Background: an optimization exercise with open tools, aiming at small area, a short achievable clock period and few clock cycles per item. Do not read the settings as production practice. Function was checked by simulation only, so behaviour that the tests miss may differ from the original. No activity file was given, so power comes from the tool's default toggle rates.

==> flow/design.v, too long to show whole: its modules and the start of the top module <==
// module se_int_lane: 297 lines
// module se_lane_mac: 487 lines
// module se_lane_add: 180 lines
// module se_lane_add33: 172 lines
module se_int_lane (
    input  wire        clk,
    input  wire        rst,
    input  wire        in_valid,
    output wire        in_ready,
    input  wire [2:0]  in_kind,
    input  wire [2:0]  in_fn,
    input  wire [1:0]  in_type,
    input  wire [1:0]  in_round,
    input  wire        in_sat,
    input  wire [31:0] in_x,
    input  wire [31:0] in_y,
    input  wire [31:0] in_z,
    output wire        out_valid,
    output wire [31:0] out_result,
    output wire        out_sat
);
  // ...
==> flow/run.sh <==
#!/bin/bash
# synth_recipe.tcl (not shown) runs the flow's synth.tcl, then flattens the netlist and writes it again
# the make line also repeats each setting of config.mk as NAME=value (left out here)
make -C /OpenROAD-flow-scripts/flow DESIGN_CONFIG=/design/flow/config.mk WORK_HOME=/design/flow/orfs CLKGATE_MAP_FILE= SYNTH_SCRIPT=/design/flow/synth_recipe.tcl finish
==> flow/config.mk <==
export PLATFORM = sky130hd
export DESIGN_NAME = se_int_lane
export DESIGN_NICKNAME = se_int_lane
export VERILOG_FILES = /design/flow/design.v
export SDC_FILE = /design/flow/constraint.sdc
export NUM_CORES = 4
export LEC_CHECK = 0
export ABC_AREA = 1
export CAP_MARGIN = 35
export CORE_MARGIN = 2
export CORE_UTILIZATION = 30
export PLACE_DENSITY = 0.5
export SLEW_MARGIN = 35
==> flow/constraint.sdc <==
create_clock -name core_clock -period 18.0 [get_ports {clk}]
set_input_delay 3.6000 -clock core_clock [delete_from_list [all_inputs] [get_ports {clk}]]
set_output_delay 3.6000 -clock core_clock [all_outputs]
set_load 0.01 [all_outputs]
==> reports/results.txt, run 1 <==
The run finished with no timing, DRC or antenna violations. Routability-driven placement finished with a final weighted congestion of 1.01. The clock arrives with 0.0307 ns of skew. The sequential cell area share works out to 0.225.

Non-clock inverters in the final layout number 463. The tools report the post-placement cell area as 29600 um^2. For the worst flop-to-flop path, the logic depth is 16.

The mean number of vias per cell is 5.39, and the combinational group share of total power is 0.577. The logs give 0.0409 for the met3 layer usage reported by global route and 1165 for the tap cell count. The detailed router put a total of 51100 um of wire on met1. For the routed length on met3, the log shows 10000 um. The number of setup buffers added after CTS is 0. The number of fill cells was 9557.

The buffering stage count on the worst path with inverters included came out at 5. Broken down by cell family, the worst path's largest delay share belongs to buffers and inverters. The required arrival time at the worst endpoint came out at 18.30 ns. For this design the ratio of total power to cell area is 127 nW/um^2.

In the routed design, unresolved DRC markers number 0. In this run the static leakage power is 14.0 nW. The adder and majority gate portion of the synthesized area was 0.145; the net count of the mapped netlist was 4163. The xor and xnor fraction of the mapped netlist area is 0.0776, and the starting density of the core is 0.304. Summing all non-filler instances in the final layout gives an area of 30900 um^2. Yosys attributes the largest share of cell area to sky130_fd_sc_hd__edfxtp_1 15%, sky130_fd_sc_hd__nand2_1 13%, sky130_fd_sc_hd__dfxtp_1 10%. In this run, power in combinational logic comes to 0.00227 W. The part of the power in registers came out at 0.230. Input and output buffers added on the ports amount to 144. The met2 demand-to-capacity share in global routing is 0.371. IR analysis of the VDD net gives a maximum drop of 72.7 uV.

The first detailed-routing pass ran for 6 iterations. The clock network fraction of total power was 0.192; the post-synthesis cell count was 3819. The run gives 0.247 as the global-route total usage across every layer. Fraction of synthesized area in multiplexers: 0.00719. The hold violation total from the final report was 0; the number of clock sinks seen by CTS was 277.
Testbench counts, summed over its fixed seeds: cycles 40,019, items 32,000.
==> module se_int_lane, before the edit <==
module se_int_lane (
    input  wire        clk,
    input  wire        rst,
    input  wire        in_valid,
    output wire        in_ready,
    input  wire [2:0]  in_kind,
    input  wire [2:0]  in_fn,
    input  wire [1:0]  in_type,
    input  wire [1:0]  in_round,
    input  wire        in_sat,
    input  wire [31:0] in_x,
    input  wire [31:0] in_y,
    input  wire [31:0] in_z,
    output wire        out_valid,
    output wire [31:0] out_result,
    output wire        out_sat
);
    localparam K_ADD = 3'd0, K_MUL = 3'd1, K_MAC = 3'd2, K_SHF = 3'd3,
               K_CMP = 3'd4, K_CVT = 3'd5;
    localparam T_INT8 = 2'd0, T_INT16 = 2'd1, T_INT32 = 2'd2;
    localparam R_RNE = 2'd0, R_RTZ = 2'd1, R_RDN = 2'd2, R_RNA = 2'd3;
    reg        rdy;              
    reg        v0;
    reg [2:0]  k0, f0;
    reg [1:0]  t0, rnd0;
    reg        sat0;
    reg [31:0] p0, ys, q0;
    reg        is_mul, mac2, na2, nb2;
    reg [1:0]  last_st;
    reg        addsub;                   
    reg        o_sd, o_abs, o_min, o_max, o_cvt, o_lsh, o_rsh, o_cmp;
    reg        n_ge_w;                   
    assign in_ready = rdy;
    wire take = in_valid & rdy;
    reg [31:0] in_xs, in_ys, in_zs;
    always @* begin
        case (in_type)
            T_INT8: begin
                in_xs = {{24{in_x[7]}}, in_x[7:0]};
                in_ys = {{24{in_y[7]}}, in_y[7:0]};
                in_zs = {{24{in_z[7]}}, in_z[7:0]};
            end
            T_INT16: begin
                in_xs = {{16{in_x[15]}}, in_x[15:0]};
                in_ys = {{16{in_y[15]}}, in_y[15:0]};
                in_zs = {{16{in_z[15]}}, in_z[15:0]};
            end
            default: begin
                in_xs = in_x;
                in_ys = in_y;
                in_zs = in_z;
            end
        endcase
    end
    wire in_mul  = (in_kind == K_MUL) | (in_kind == K_MAC);
    wire in_mac1 = (in_kind == K_MAC) & (in_fn[1:0] == 2'd1);       
    wire in_t32  = (in_type == T_INT32);
    wire fit_x = (&in_x[31:15]) | ~(|in_x[31:15]);
    wire fit_y = (&in_y[31:15]) | ~(|in_y[31:15]);
    wire fit_z = (&in_z[31:15]) | ~(|in_z[31:15]);
    wire in_na2 = in_mul & in_t32 & ~(in_mac1 ? fit_z : fit_x);
    wire in_nb2 = in_mul & in_t32 & ~fit_y;
    always @(posedge clk) begin
        if (rdy) begin
            k0      <= in_kind;
            f0      <= in_fn;
            t0      <= in_type;
            rnd0    <= in_round;
            sat0    <= in_sat;
            p0      <= in_mac1 ? in_zs : in_xs;
            ys      <= in_ys;
            q0      <= (in_kind == K_MUL) ? 32'd0 : in_mac1 ? in_xs : in_zs;
            is_mul  <= in_mul;
            mac2    <= (in_kind == K_MAC) & (in_fn[1:0] == 2'd2);   
            na2     <= in_na2;
            nb2     <= in_nb2;
            last_st <= (in_na2 & in_nb2) ? 2'd3 : (in_na2 | in_nb2) ? 2'd1 : 2'd0;
            addsub  <= ~((in_kind == K_ADD) & (in_fn == 3'd0));
            o_sd    <= (in_kind == K_ADD) & (in_fn[2:1] == 2'd0);
            o_min   <= (in_kind == K_ADD) & (in_fn == 3'd2);
            o_max   <= (in_kind == K_ADD) & (in_fn == 3'd3);
            o_abs   <= (in_kind == K_ADD) & (in_fn == 3'd4);
            o_lsh   <= (in_kind == K_SHF) & (in_fn[1:0] == 2'd2);
            o_rsh   <= (in_kind == K_SHF) & (in_fn[1:0] != 2'd2);
            o_cmp   <= (in_kind == K_CMP);
            o_cvt   <= (in_kind == K_CVT);
            n_ge_w  <= (in_type == T_INT8)  ? (in_y[4:3] != 2'd0) :
                       (in_type == T_INT16) ? in_y[4] : 1'b0;
        end
    end
    wire [31:0] xs = p0;         
    reg  [31:0] xu;              
    always @* begin
        case (t0)
            T_INT8:  xu = {24'd0, p0[7:0]};
            T_INT16: xu = {16'd0, p0[15:0]};
            default: xu = p0;
        endcase
    end
    reg  [1:0] st;               
    reg        first;            
    reg        ia, ib;           
    reg        shift;            
    reg        last;             
    wire [1:0] st_n = st + 2'd1;
    wire [16:0] a17 = ia ? {p0[31], p0[31:16]} : {~na2 & p0[15], p0[15:0]};
    wire [16:0] bsel = ib ? ys[31:15] : {ys[15:0], 1'b0};
    reg  [34:0] accs, accc;
    reg         f_up;            
    wire [34:0] accv;
    se_lane_add u_add (
        .ra  (accs),
        .rb  (accc),
        .cin (f_up),
        .sum (accv)
    );
    wire [34:0] addend = first ? {{3{q0[31]}}, q0} :
                         shift ? {{16{accv[34]}}, accv[34:16]} : accv;
    wire [34:0] mac_ra, mac_rb;
    se_lane_mac u_mac (
        .a    (a17),
        .bsel (bsel),
        .sub  (mac2),
        .c    (addend),
        .ra   (mac_ra),
        .rb   (mac_rb)
    );
    wire [32:0] xs33 = {xs[31], xs};
    wire [32:0] ys33 = {ys[31], ys};
    wire [32:0] sd;
    se_lane_add33 u_sd (
        .ra  (xs33),
        .rb  (ys33 ^ {33{addsub}}),
        .cin (addsub),
        .sum (sd)
    );
    wire        lt = sd[32];
    wire        eq = (xs == ys);
    wire [4:0]  n = ys[4:0];
    wire [32:0] s33 = (f0[1:0] == 2'd0) ? {xs[31], xs} : {1'b0, xu};
    wire [33:0] rsh = $signed({s33, 1'b0}) >>> n;
    wire [32:0] q   = rsh[33:1];
    wire        g   = rsh[0];
    wire [31:0] below = ~(32'hFFFF_FFFF << n) >> 1;        
    wire        sticky = |(s33[31:0] & below);
    wire        sneg = s33[32];
    reg         up_sh;
    always @* begin
        case (rnd0)
            R_RNE: up_sh = g & (sticky | q[0]);
            R_RTZ: up_sh = sneg & (g | sticky);
            R_RDN: up_sh = 1'b0;
            default: up_sh = g & (sticky | ~sneg);
        endcase
        if (n_ge_w)
            up_sh = 1'b0;
    end
    wire [31:0] lsh = xs << n;
    wire [31:0] dif = {xs[31:1] ^ xs[30:0], xs[0]};       
    reg  [5:0]  wlim;
    always @* begin
        case (t0)
            T_INT8:  wlim = 6'd8;
            T_INT16: wlim = 6'd16;
            default: wlim = 6'd32;
        endcase
    end
    wire [5:0]  lo_i = wlim - {1'b0, n};                  
    wire [31:0] lmask = n_ge_w ? 32'hFFFF_FFFF : (32'hFFFF_FFFF << lo_i[4:0]);
    wire        lsh_ovf = |(dif & lmask) & ~(lo_i == 6'd32);
    reg         cmp_r;
    always @* begin
        case (f0)
            3'd0: cmp_r = eq;
            3'd1: cmp_r = ~eq;
            3'd2: cmp_r = lt;
            3'd3: cmp_r = lt | eq;
            3'd4: cmp_r = ~(lt | eq);
            default: cmp_r = ~lt;
        endcase
    end
    wire        sel_x = o_cvt | (o_min & lt) | (o_max & ~lt);
    wire        sel_y = (o_min & ~lt) | (o_max & lt);
    wire [34:0] alu = ({35{o_sd | o_abs}} & ({{2{sd[32]}}, sd} ^ {35{o_abs & lt}})) |
                      ({35{sel_x}} & {{3{xs[31]}}, xs}) |
                      ({35{sel_y}} & {{3{ys[31]}}, ys}) |
                      ({35{o_lsh}} & {{3{xs[31]}}, lsh}) |
                      ({35{o_rsh}} & {{2{q[32]}}, q}) |
                      {34'd0, o_cmp & cmp_r};
    wire        alu_up = (o_abs & lt) | (o_rsh & up_sh);
    wire fin = v0 & last;
    reg  [15:0] lo0, lo1;        
    reg  [1:0]  wt;              
    reg         f_v;
    reg  [1:0]  f_rtype;
    reg         f_sat, f_lsh, f_lovf;
    always @(posedge clk) begin
        if (rst) begin
            v0  <= 1'b0;
            rdy <= 1'b1;
        end else if (take) begin
            v0  <= 1'b1;
            rdy <= ~(in_mul & in_t32);
        end else if (v0 & ~last) begin
            rdy <= (st_n == last_st);
        end else begin
            v0  <= 1'b0;
            rdy <= 1'b1;
        end
        if (rst | take | ~v0 | last) begin
            st    <= 2'd0;
            first <= 1'b1;
            ia    <= 1'b0;
            ib    <= 1'b0;
            shift <= 1'b0;
            last  <= rst | ~take | ~(in_na2 | in_nb2);
        end else begin
            st    <= st_n;
            first <= 1'b0;
            ia    <= na2 & st_n[0];
            ib    <= na2 ? st_n[1] : st_n[0];
            shift <= ~(na2 & nb2 & (st_n == 2'd2));
            last  <= (st_n == last_st);
        end
        accs <= is_mul ? mac_ra : alu;
        accc <= is_mul ? mac_rb : 35'd0;
        wt  <= first ? 2'd0 : wt + {1'b0, shift};
        if (shift & (wt == 2'd0))
            lo0 <= accv[15:0];
        lo1 <= accv[15:0];
        f_v     <= rst ? 1'b0 : fin;
        f_rtype <= (k0 == K_CVT) ? f0[1:0] : t0;
        f_sat   <= sat0;
        f_up    <= alu_up;
        f_lsh   <= o_lsh;
        f_lovf  <= lsh_ovf;
    end
    wire [34:0] acci = accv;
    wire [34:0] e_eq;
    assign e_eq[34] = 1'b1;
    genvar gi;
    generate
        for (gi = 0; gi < 34; gi = gi + 1) begin : g_eq
            assign e_eq[gi] = e_eq[gi + 1] & (acci[gi] == acci[gi + 1]);
        end
    endgenerate
    reg [31:0] wrapped;
    reg        ovf;
    always @* begin
        case (wt)
            2'd0: wrapped = acci[31:0];
            2'd1: wrapped = {acci[15:0], lo0};
            default: wrapped = {lo1, lo0};
        endcase
        case (wt)
            2'd0: begin
                case (f_rtype)
                    T_INT8:  ovf = ~e_eq[7];
                    T_INT16: ovf = ~e_eq[15];
                    default: ovf = ~e_eq[31];
                endcase
            end
            2'd1: ovf = ~e_eq[15];
            default: ovf = ~(e_eq[0] & (acci[0] == lo1[15]));
        endcase
        if (f_lsh)
            ovf = f_lovf;
    end
    wire sgn = acci[34];
    reg [31:0] fitted;
    always @* begin
        if (f_sat & ovf) begin
            case (f_rtype)
                T_INT8:  fitted = sgn ? 32'hFFFF_FF80 : 32'h0000_007F;
                T_INT16: fitted = sgn ? 32'hFFFF_8000 : 32'h0000_7FFF;
                default: fitted = sgn ? 32'h8000_0000 : 32'h7FFF_FFFF;
            endcase
        end else begin
            case (f_rtype)
                T_INT8:  fitted = {{24{wrapped[7]}}, wrapped[7:0]};
                T_INT16: fitted = {{16{wrapped[15]}}, wrapped[15:0]};
                default: fitted = wrapped;
            endcase
        end
    end
    reg        o_v;
    reg [31:0] o_res;
    reg        o_sat;
    always @(posedge clk) begin
        o_v   <= rst ? 1'b0 : f_v;
        o_res <= fitted;
        o_sat <= f_sat & ovf;
    end
    assign out_valid  = o_v;
    assign out_result = o_res;
    assign out_sat    = o_sat;
endmodule
==> inputs of run 2 (changes only) <==
--- a/flow/design.v
+++ b/flow/design.v
@@ -31,4 +31,5 @@
     reg        o_sd, o_abs, o_min, o_max, o_cvt, o_lsh, o_rsh, o_cmp;
     reg        n_ge_w;                   
+    reg        rs_ar;                    
     assign in_ready = rdy;
     wire take = in_valid & rdy;
@@ -83,4 +84,5 @@
             o_lsh   <= (in_kind == K_SHF) & (in_fn[1:0] == 2'd2);
             o_rsh   <= (in_kind == K_SHF) & (in_fn[1:0] != 2'd2);
+            rs_ar   <= (in_fn[1:0] == 2'd0);
             o_cmp   <= (in_kind == K_CMP);
             o_cvt   <= (in_kind == K_CVT);
@@ -138,9 +140,18 @@
     wire        eq = (xs == ys);
     wire [4:0]  n = ys[4:0];
-    wire [32:0] s33 = (f0[1:0] == 2'd0) ? {xs[31], xs} : {1'b0, xu};
+    wire [31:0] xs_rev;
+    genvar gr;
+    generate
+        for (gr = 0; gr < 32; gr = gr + 1) begin : g_rev
+            assign xs_rev[gr] = xs[31 - gr];
+        end
+    endgenerate
+    wire [32:0] s33 = o_lsh ? {1'b0, xs_rev} :
+                      rs_ar ? {xs[31], xs} : {1'b0, xu};
     wire [33:0] rsh = $signed({s33, 1'b0}) >>> n;
     wire [32:0] q   = rsh[33:1];
     wire        g   = rsh[0];
-    wire [31:0] below = ~(32'hFFFF_FFFF << n) >> 1;        
+    wire [31:0] below_n = ~(32'hFFFF_FFFF << n);          
+    wire [31:0] below = below_n >> 1;                     
     wire        sticky = |(s33[31:0] & below);
     wire        sneg = s33[32];
@@ -156,17 +167,23 @@
             up_sh = 1'b0;
     end
-    wire [31:0] lsh = xs << n;
-    wire [31:0] dif = {xs[31:1] ^ xs[30:0], xs[0]};       
-    reg  [5:0]  wlim;
-    always @* begin
-        case (t0)
-            T_INT8:  wlim = 6'd8;
-            T_INT16: wlim = 6'd16;
-            default: wlim = 6'd32;
-        endcase
-    end
-    wire [5:0]  lo_i = wlim - {1'b0, n};                  
-    wire [31:0] lmask = n_ge_w ? 32'hFFFF_FFFF : (32'hFFFF_FFFF << lo_i[4:0]);
-    wire        lsh_ovf = |(dif & lmask) & ~(lo_i == 6'd32);
+    wire [31:0] lsh;
+    wire [31:0] dif = {xs[31:1] ^ xs[30:0], xs[0]};
+    wire [31:0] lmask;           
+    generate
+        for (gr = 0; gr < 32; gr = gr + 1) begin : g_lsh
+            assign lsh[gr] = q[31 - gr];
+            if (gr < 8) begin : g8
+                assign lmask[gr] = (t0 == T_INT8)  ? below_n[7 - gr] :
+                                   (t0 == T_INT16) ? below_n[15 - gr] :
+                                                     below_n[31 - gr];
+            end else if (gr < 16) begin : g16
+                assign lmask[gr] = (t0 == T_INT16) ? below_n[15 - gr] :
+                                                     below_n[31 - gr];
+            end else begin : g32
+                assign lmask[gr] = below_n[31 - gr];
+            end
+        end
+    endgenerate
+    wire        lsh_ovf = |(dif & lmask);
     reg         cmp_r;
     always @* begin
==> run 2 against run 1 <==
Still clean; power increased by 0.91%; sequential power shrank 0.6%; die area fell by 2.7%; clock skew shrank 0.00083 ns; critical endpoint is now q0[11]$_SDFFCE_PP0P_; highest routed layer unchanged.
==> reports/results.txt, run 2 <==
The share of layout cells above drive strength 1 was 0.0573 (was 0.0563). The global placement routability congestion was 0.997 (was 1.01); the area occupied by multi-input gates was 16900 um^2 (was 17500 um^2). Cell breakdown of the critical path: clkdlybuf4s50_1 -> nand3_1 -> nor3_2 -> buf_4 -> clkinv_1 -> buf_4 -> o21ai_0 -> a21oi_1 (was clkdlybuf4s50_1 -> buf_4 -> nor2_1 -> inv_1 -> nor2_1 -> inv_1 -> nand2_1 -> inv_1 -> nand2_1 -> o21ai_0 -> a21oi_1). Net count of the mapped netlist: 3957 (was 4163). The pre-CTS setup slack was 11.22 ns (was 11.21 ns). The pin slew with the least headroom to its limit is 0.985 ns (was 0.949 ns). The tools report the endpoint of the worst hold-timing path as f_sat$_DFF_P_ (unchanged). The full die area was 89800 um^2 (was 92300 um^2). Classification of the worst-slack hold path: register to register (unchanged).

The flow ran to the end and the layout has no timing, DRC or antenna violations. The logs give 4 (was 2) for the number of antenna violations at the first check in global routing and 108 (was 109) for the total number of placement rows. The worst reg-to-reg path cell count works out to 17 (was 16).

The quantity of I/O buffers inserted on ports works out to 144 (unchanged). The most common cell in the synthesized netlist was sky130_fd_sc_hd__nand2_1 (unchanged). For the buffer count from post-CTS setup fixing, the log shows 0 (unchanged). Final critical delay including setup and external delays: 6.26 ns (was 6.17 ns). Fraction of the yosys area taken by sequential cells: 0.266 (was 0.257). The tools report the via count of the first global-routing pass as 24.7k (was 25.7k). Number of primary I/O pins: 145 (unchanged). Utilization after layout: 0.348 (about the same).

Setup repair after global routing left no endpoint under its margin. The startpoint of the lowest-slack hold path is sat0$_DFFE_PP_ (unchanged). The run gives 0.344 (was 0.367) as the normalized max-slew margin. Top cells by area, synth: sky130_fd_sc_hd__edfxtp_1 16%, sky130_fd_sc_hd__nand2_1 12%, sky130_fd_sc_hd__dfxtp_1 11% (was sky130_fd_sc_hd__edfxtp_1 15%, sky130_fd_sc_hd__nand2_1 13%, sky130_fd_sc_hd__dfxtp_1 10%). Registers with the most flip-flops: accc (35), accs (35) (unchanged). The run gives 3623 (was 3819) as the post-synthesis cell count. For the hold violation total from the final report, the log shows 0 (unchanged).

The setup clock skew after layout is 0.0299 ns (was 0.0307 ns), and the overflow left after global routing is 0 (unchanged). Average instance area after synthesis: 7.24 um^2 (was 7.06 um^2). The clock network latency to the later pin of the worst-skew pair is 0.57 ns (was 0.60 ns).

The total core area was 86600 um^2 (was 88800 um^2). Routed length per instance: 23.1 um (was 23.0 um). For the setup slack of the worst register-to-register path, the log shows 11.98 ns (was 12.09 ns). The pin count of the biggest net entering global routing is 86 (was 85), and the area growth from synthesis to layout is 14.9% (was 14.6%).

The number of max-cap violations was 0 (unchanged). Commonest cells after routing, fill and taps aside: 839 x sky130_fd_sc_hd__nand2_1, 400 x sky130_fd_sc_hd__inv_1, 276 x sky130_fd_sc_hd__o21ai_0 (was 938 x sky130_fd_sc_hd__nand2_1, 438 x sky130_fd_sc_hd__inv_1, 356 x sky130_fd_sc_hd__o21ai_0). The critical setup path kind is primary input to register (unchanged). The number of enable-type register cells in the synthesized netlist is 140 (was 139), and the number of buffers inserted by hold repair at cts is 0 (unchanged). The largest buffer count on any clock path is 3 (unchanged). The tools report the routed wire length as 112000 um (was 117000 um).

The library cell with the largest summed area after synthesis is sky130_fd_sc_hd__edfxtp_1 (unchanged). The share of the synthesized area in the top cell type was 0.160 (was 0.155); the count of vias placed by the detailed router was 25.7k (was 27.3k). The number of cells traversed by the worst hold path was 0 (unchanged). The most repeated library cell on the critical path was sky130_fd_sc_hd__buf_4 (was sky130_fd_sc_hd__inv_1). The number of DRC markers in iteration 0 is 2791 (was 3138), and the HPWL after detailed placement is 87500 um (was 90100 um). The logs give 2 (unchanged) for the depth of the CTS H-tree and 0 (unchanged) for the post-cts gate resize count. The largest stage delay on the critical path is 0.69 ns (was 0.51 ns), and the number of library cell types mapped by synthesis is 70 (was 59).

The maximum operating frequency is 160 MHz (was 162 MHz). The highest net fanout along the worst path was 85 (was 40). The maximum ir drop on the vdd rail is 66.4 uV (was 72.7 uV), and the mean number of vias per cell is 5.29 (was 5.39).

The detailed-routing iteration count for the pre-antenna-repair pass was 7 (was 6); the required arrival time at the worst endpoint was 18.28 ns (was 18.30 ns). The power per cell area was 132 nW/um^2 (was 127 nW/um^2). Commonest non-fill, non-tap cell in the layout: sky130_fd_sc_hd__nand2_1 (unchanged).

The master cell of the clock root buffer is sky130_fd_sc_hd__clkbuf_16 (unchanged). The die span in y works out to 300 um (was 304 um). Most numerous cell types in the synthesized netlist: 839 x sky130_fd_sc_hd__nand2_1, 400 x sky130_fd_sc_hd__inv_1, 279 x sky130_fd_sc_hd__o21ai_0, 245 x sky130_fd_sc_hd__nor2_1, 224 x sky130_fd_sc_hd__xor2_1 (was 938 x sky130_fd_sc_hd__nand2_1, 439 x sky130_fd_sc_hd__inv_1, 358 x sky130_fd_sc_hd__o21ai_0, 271 x sky130_fd_sc_hd__nor2_1, 213 x sky130_fd_sc_hd__xor2_1).

The logs give 0 ns (unchanged) for the total negative slack and 26200 um^2 (was 27000 um^2) for the area of the mapped netlist. The share of synthesized flip-flops with an asynchronous set or reset is 0 (unchanged). The main flop type after synthesis is sky130_fd_sc_hd__edfxtp_1 (unchanged).

The logs give 0 (unchanged) for the final number of setup-violating endpoints and 0.303 (was 0.304) for the starting density of the core. The tools report the number of clock buffers inserted by TritonCTS as 36 (was 37). The cell at the slowest stage of the critical path was sky130_fd_sc_hd__clkinv_1 (was sky130_fd_sc_hd__inv_1). The logs give 11.74 ns (was 11.83 ns) for the setup slack after layout and 6970 um^2 (was 6940 um^2) for the sequential cell area. The tools report the critical register-to-register path startpoint as ys[1]$_DFFE_PP_ (unchanged). The run gives 0.247 (about the same) as the global-route total usage across every layer.

The logs give 0 (unchanged) for the number of remaining DRC errors and 0 (unchanged) for the remaining antenna violation count. The synthesized flop and latch total was 278 (was 277). Endpoint type of the worst setup path: a register (unchanged).

The kind of start point of the critical path is a primary input (unchanged). The total number of nets in the final design is 4004 (was 4224). The width of the chip came out at 300 um (was 304 um). The data arrival time of the critical path is 6.55 ns (was 6.47 ns).

Terminus of the critical flop-to-flop path: accs[17]$_DFF_P_ (unchanged). The leakage power of the design was 13.6 nW (was 14.0 nW); the clock transition at the registers of the reported paths was 0.06 ns (was 0.07 ns). TritonCTS built the clock tree.

For the number of clock sinks seen by CTS, the log shows 278 (was 277). The total of warnings raised by yosys was 1 (unchanged). The final max-slew violation count is 0 (unchanged). The share of the clock period used by the worst path was 0.348 (was 0.343); the number of fill cells was 9227 (was 9557). The global-route wire length before repair is 165000 um (was 172000 um).
-- run 2: cell types whose count changed in the layout (fill, tap and decap cells not counted), sizes merged, moves of 11 or more --
cell   delta
mux2i    +11
nor3     -11
nand4    -13
nand2    -95
inv      -39
xnor2    +17
xor2     +11
nor2     -29
o21ai    -81
nand3    +76
o21a     -11
-- run 2: power by group --
group	internal (W)	switching, W
registers	0.000814	0.0000887
clock network	0.000468	0.000308
logic	0.000844	0.00145
total	0.00213	0.00184
-- run 2: area by class of cell --
cell class                 count  area share
antenna                        1   0.0000831
clock buffer                  49      0.0346
clock inverter                17     0.00706
timing repair buffer         208      0.0645
tap                         1155      0.0480
multi-input combinational   2725       0.562
inverter                     421      0.0525
sequential                   278       0.231
-- run 2: worst max path at each step --
| stage | endpoint | slack, ns | startpoint | cells after the start |
|---|---|---|---|---|
| finish | q0[11]$_SDFFCE_PP0P_ | 11.74 | in_kind[1] | 8 |
| CTS | q0[11]$_SDFFCE_PP0P_ | 11.81 | in_kind[0] | 9 |
| global placement | q0[11]$_SDFFCE_PP0P_ | 11.24 | in_kind[1] | 8 |
| global route | q0[31]$_SDFFCE_PP0P_ | 11.47 | in_type[1] | 11 |
| floorplan | in_ready | 11.33 | rdy$_SDFF_PP1_ | 0 |
| detailed placement | q0[11]$_SDFFCE_PP0P_ | 11.22 | in_kind[0] | 9 |
-- run 2: logic make-up after synthesis --
group	count (synthesis)	share of synthesized area
AOI/OAI and AO/OA	742	0.160
DFF	278	0.266
muxes	33	0.0129
and+or+nand+nor	1459	0.237
buffers and inverters	620	0.0915
adders and majority gates	224	0.144
xor gates and xnor gates	267	0.0892
-- run 2: metrics by stage --
stage / std cells / cell area, um^2 / total power [W] / hold WS, ns
detailed placement: 4786 / 28800 / 0.00319 / 0.336
CTS: 4852 / 30100 / 0.00399 / 0.349
global placement: 4786 / 28800 / 0.00317 / 0.332
finish: 4854 / 30100 / 0.00397 / 0.343
global route: 4853 / 30100 / 0.00433 / 0.359
floorplan: 3623 / 26200 / 0.00240 / 0.323
-- run 2: routing by layer --
layer  vias up  routed length, um  GRT usage  share of wire
li1      12064                  -          -              -
met1     12185              49400      0.346           0.44
met2      1238              48000      0.375           0.43
met3       191              10500     0.0498          0.093
met4         2               4540     0.0885          0.040
met5         -                 13          0        0.00012
-- run 2: critical path: cells and delay by family --
family | cells | cell delay [ns]
simple gates | 2 | 0.31
compound gates | 2 | 0.24
buf+inv | 4 | 2.34
Testbench counts of run 2, summed over its fixed seeds: cycles 40,019, items 32,000.

==> separate check: timing with driven ports <==
How much do the figures lean on ideal ports? The routed layouts below were timed once more, with nothing changed but the port constraints. Step 1: set_driving_cell puts a clkbuf_16 on clk and a buf_2 on each other input, an assumption about the parent block. Step 2 adds t to the input delays and takes it off the output delays; t is the mean of the earliest and latest rising clock arrival at the registers after step 1. Input paths then give back, and output paths get back, about the clock's delay inside the block. a / b / c = no drivers / after step 1 / after step 2; a / b = the first two.
run	t (ns)	slack for setup (ns)	worst hold slack (ns)	worst setup path after step 2
run 1	0.649	11.829 / 11.870 / 11.221	0.344 / 0.344 / 0.344	input to register
run 2	0.621	11.736 / 11.781 / 11.160	0.343 / 0.343 / 0.343	input to register
After both steps setup and hold are still met in every run listed. For run 1, which loses most, drivers alone change the setup slack by +0.041 ns; drivers and shift together by -0.608 ns.
